This is an optimization exercise on Yosys and OpenROAD, whose aim is small area, a short achievable clock period and few clock cycles per item, not a production implementation. Function was checked by simulation only, so behaviour that the tests miss may differ from the original. No activity file was given, so power comes from the tool's default toggle rates.

try-delta:
==> flow/design.v (excerpt) <==
module pxr_ctx_coder (
    input  wire        clk,
    input  wire        rst,
    input  wire        in_valid,
    output wire        in_ready,
    input  wire        in_init,
    input  wire        in_intr,
    input  wire [15:0] in_x,
    input  wire [15:0] in_a,
    input  wire [15:0] in_b,
    input  wire [15:0] in_c,
    input  wire [15:0] in_d,
    input  wire [3:0]  cfg_delta,
    input  wire [4:0]  cfg_bits,
    input  wire [15:0] cfg_t1,
    input  wire [15:0] cfg_t2,
    input  wire [15:0] cfg_t3,
    output reg         out_valid,
    input  wire        out_ready,
    output reg  [5:0]  out_len,
    output reg  [31:0] out_code,
    output reg  [15:0] out_rec
);
For scale: ~6800 cells after synthesis, about 200 I/O pins.
Settings: LEC_CHECK=0, ABC_AREA=1, CAP_MARGIN=20, CORE_MARGIN=2, CORE_UTILIZATION=55, CTS_CLUSTER_DIAMETER=90, CTS_CLUSTER_SIZE=28, SLEW_MARGIN=20; clock period 60.0 ns.
standard.sh (not shown) runs the stock make flow with config.mk's settings and CLKGATE_MAP_FILE= SYNTH_SCRIPT=/design/flow/synth_recipe.tcl, a recipe that flattens the netlist after the stock synthesis.
==> flow/flow/run.sh <==
#!/bin/bash
# The standard layout, with two changes: the combinational logic of the
# standard synthesis is re-mapped by ABC from plain gates (the registers are
# left exactly as the standard synthesis made them), and the ports get plain
# buffers instead of delay cells.
set -euo pipefail
W=$(pwd)
R=$W/orfs/results/$FLOW_PLATFORM/pxr_ctx_coder/base
LIB=$FLOW_HOME/platforms/$FLOW_PLATFORM/lib/sky130_fd_sc_hd__tt_025C_1v80.lib
export BUFFER_PORTS_ARGS="-buffer_cell sky130_fd_sc_hd__buf_2"

bash standard.sh synth > synth.log 2>&1

python3 flow/libmodels.py "$LIB" models.v > libmodels.log 2>&1
cp "$R/1_2_yosys.v" std_1_2_yosys.v
sed "s#@LIB@#$LIB#g; s#@TOP@#$FLOW_TOP#g; s#@OUT@#$R/1_2_yosys.v#g" flow/resynth.ys > resynth.ys
YOSYS=$(command -v yosys || echo "$FLOW_HOME/../tools/install/yosys/bin/yosys")
"$YOSYS" -q -l resynth.log resynth.ys > /dev/null 2>&1
rm -f "$R/1_synth.odb" "$R/1_synth.sdc"

bash standard.sh finish > layout.log 2>&1
==> flow/flow/abc.script <==
strash
&get -n
&fraig -x
&put
scorr
dc2
dretime
strash
&get -n
&dch -f
&nf -R 1000
&put
buffer -c
topo
stime -c
upsize -c
dnsize -c
Other scripts of this flow, unchanged in this note and not shown: flow/flow/libmodels.py, flow/flow/resynth.ys
Testbench counts of try-delta, summed over its fixed seeds: cycles 63,452, items 63,308.
Edits applied to the flow inputs when going from try-delta to try-fjord:
Settings: CTS_CLUSTER_SIZE now 24, was 28; CTS_CLUSTER_DIAMETER now 80, was 90; CORE_UTILIZATION now 62, was 55.
==> flow/flow/abc.script <==
&get -n
&st
&dch
&nf
&put
buffer -c
topo
stime -c
upsize -c
dnsize -c
Results
- Area growth from synthesis to layout (try-fjord over try-delta): decrease, 0.45 points
- The final critical-path required period reported for try-fjord is greater than that of try-delta by 9.0 ps.
- Between try-delta and try-fjord, power consumption increased.
- Delta(worst relative slew slack, try-fjord - try-delta) < 0
- Comparing via count for try-fjord and try-delta, the smaller number came from try-delta.
- Final cell area: try-fjord above try-delta
- Between try-delta and try-fjord, the share of the clock period used by the worst path after layout figures differ only marginally.
- Of the two values seen for endpoint of the worst setup timing path, in_ready was produced by try-fjord and out_rec[8] by try-delta.

* * *

job 1728:
Starting RTL as in the previous note.
## pxr_ctx_coder
module pxr_ctx_coder (
    input  wire        clk,
    input  wire        rst,
    input  wire        in_valid,
    output wire        in_ready,
    input  wire        in_init,
    input  wire        in_intr,
    input  wire [15:0] in_x,
    input  wire [15:0] in_a,
    input  wire [15:0] in_b,
    input  wire [15:0] in_c,
    input  wire [15:0] in_d,
    input  wire [3:0]  cfg_delta,
    input  wire [4:0]  cfg_bits,
    input  wire [15:0] cfg_t1,
    input  wire [15:0] cfg_t2,
    input  wire [15:0] cfg_t3,
    output reg         out_valid,
    input  wire        out_ready,
    output reg  [5:0]  out_len,
    output reg  [31:0] out_code,
    output reg  [15:0] out_rec
);
    localparam NCTX = 66;
    localparam AW   = 22;           
    localparam R1   = 2;            
    localparam R2   = 7;            
    reg        rdy;                 
    reg        sv;                  
    reg        ipend;               
    wire       adv = !sv;
    assign in_ready = rdy;
    wire       accept = in_valid && rdy;
    reg [3:0]  p_delta;             
    reg [4:0]  p_bits;
    reg [3:0]  r_delta;
    reg [4:0]  r_bits;
    reg [16:0] r_range;
    reg [4:0]  r_qbits;
    reg [15:0] r_t1, r_t2, r_t3;
    wire [15:0] r_maxv = ~(16'hffff << r_bits);
    wire [4:0]  s_div  = {r_delta, 1'b1};
    reg [AW-1:0] ctx_a [0:NCTX-1];
    reg [5:0]    ctx_n [0:NCTX-1];    
    function [20:0] div_rows;           
        input [4:0]  r_in;
        input [15:0] w_in;
        input [4:0]  s;
        input integer hi;
        input integer lo;
        integer p;
        reg [5:0]  t;
        reg [6:0]  d;
        reg [4:0]  r;
        reg [15:0] w;
        begin
            r = r_in;
            w = w_in;
            for (p = 15; p >= 0; p = p - 1) begin
                if (p <= hi && p >= lo) begin
                    t = {r, w[p]};
                    d = {1'b0, t} - {2'b00, s};
                    if (!d[6]) begin
                        r    = d[4:0];
                        w[p] = 1'b1;
                    end else begin
                        r    = t[4:0];
                        w[p] = 1'b0;
                    end
                end
            end
            div_rows = {r, w};
        end
    endfunction
    function [15:0] mag;
        input [16:0] v;
        begin
            mag = v[16] ? (~v[15:0] + 16'd1) : v[15:0];
  ...
==> flow/config.mk <==
export PLATFORM = sky130hd
export DESIGN_NAME = pxr_ctx_coder
export DESIGN_NICKNAME = pxr_ctx_coder
export VERILOG_FILES = /design/flow/design.v
export SDC_FILE = /design/flow/constraint.sdc
export NUM_CORES = 4
export LEC_CHECK = 0
export ABC_AREA = 1
export CAP_MARGIN = 20
export CORE_MARGIN = 2
export CORE_UTILIZATION = 55
export CTS_CLUSTER_DIAMETER = 90
export CTS_CLUSTER_SIZE = 28
export SLEW_MARGIN = 20
==> flow/constraint.sdc <==
create_clock -name core_clock -period 60.0 [get_ports {clk}]
set_input_delay 12.0000 -clock core_clock [delete_from_list [all_inputs] [get_ports {clk}]]
set_output_delay 12.0000 -clock core_clock [all_outputs]
set_load 0.01 [all_outputs]
==> flow/flow/abc.script <==
strash
&get -n
&fraig -x
&put
scorr
dc2
dretime
strash
&get -n
&dch -f
&nf -R 1000
&put
topo
stime -c
upsize -c
dnsize -c
Scripts as last shown in full above: flow/flow/run.sh
Other scripts of this flow, unchanged in this note and not shown: flow/flow/libmodels.py, flow/flow/resynth.ys
Testbench counts of job 1728, summed over its fixed seeds: cycles 63,452, items 63,308.
What job 3911 does differently from job 1728 at the input level:
- CTS_CLUSTER_SIZE changed from 28 to 24
- CTS_CLUSTER_DIAMETER changed from 90 to 80
==> flow/flow/abc.script <==
&get -n
&st
&dch -f
&nf -R 1000
&put
buffer -c
topo
stime -c
upsize -c
dnsize -c
Results
Of the two values seen for critical path capture point, out_rec[14] was produced by job 3911 and out_rec[6] by job 1728. NOTE: relative area of clock buffers and inverters in the final design in job 3911 exceeds that of job 1728. Job 3911 against job 1728: TritonCTS buffer count went up about 16%; detailed-routing wirelength on met1 saw a decrease.
Here is what was changed in the inputs of job 8636 compared with job 3911.
--- a/flow/flow/abc.script
+++ b/flow/flow/abc.script
@@ -1,3 +1,10 @@
+strash
 &get -n
-&st
+&fraig -x
+&put
+scorr
+dc2
+dretime
+strash
+&get -n
 &dch -f
Notes after the runs:
Comparing final routed wirelength across all metal layers for job 8636 and job 3911, the smaller number came from job 3911. Overall global routing resource usage ended up 3.0 points higher on job 8636 than on job 3911. Going from job 3911 to job 8636, chip width shrank by about 0.6%; maximum clock frequency held steady; final cell count without fillers shrank by 305; clock power shrank by 3.1%. Against job 3911, half-perimeter wire length of the detailed placement result in job 8636 came out worse.

==> afterwards: timing with drivers on the ports <==
No port has a modelled driver above. Below, the same layouts with a new extraction and two added sets of constraints. Step 1: set_driving_cell puts a clkbuf_16 on clk and a buf_2 on each other input, an assumption about the parent block. Step 2 moves the port delays by t, midway between the first and last clock arrival at a register: inputs arrive t later, outputs are due t later. That takes back most of the time a late clock gives input paths. Three values: ideal ports, drivers, drivers and shift; two values: the first two.
| run | t (ns) | setup WS [ns] | hold WS [ns] | worst register clock-pin slew, ns | cell pins on the clock port's net |
|---|---|---|---|---|---|
| try-delta | 0.901 | 46.656 / 46.568 / 46.558 | 0.402 / 0.402 / 0.402 | 0.12 / 0.12 | 1 |
| try-fjord | 0.904 | 46.647 / 46.558 / 46.407 | 0.418 / 0.418 / 0.418 | 0.10 / 0.10 | 1 |
| job 1728 | 0.909 | 46.634 / 46.542 / 46.065 | 0.403 / 0.403 / 0.403 | 0.11 / 0.11 | 1 |
| job 3911 | 0.903 | 46.627 / 46.549 / 46.126 | 0.406 / 0.406 / 0.406 | 0.10 / 0.10 | 1 |
| job 8636 | 0.891 | 46.664 / 46.571 / 46.523 | 0.405 / 0.405 / 0.405 | 0.10 / 0.10 | 1 |
After both steps setup and hold are still met in every run listed. The setup slack of job 1728, which loses most, moves by -0.092 ns with the drivers and by -0.569 ns with both steps.
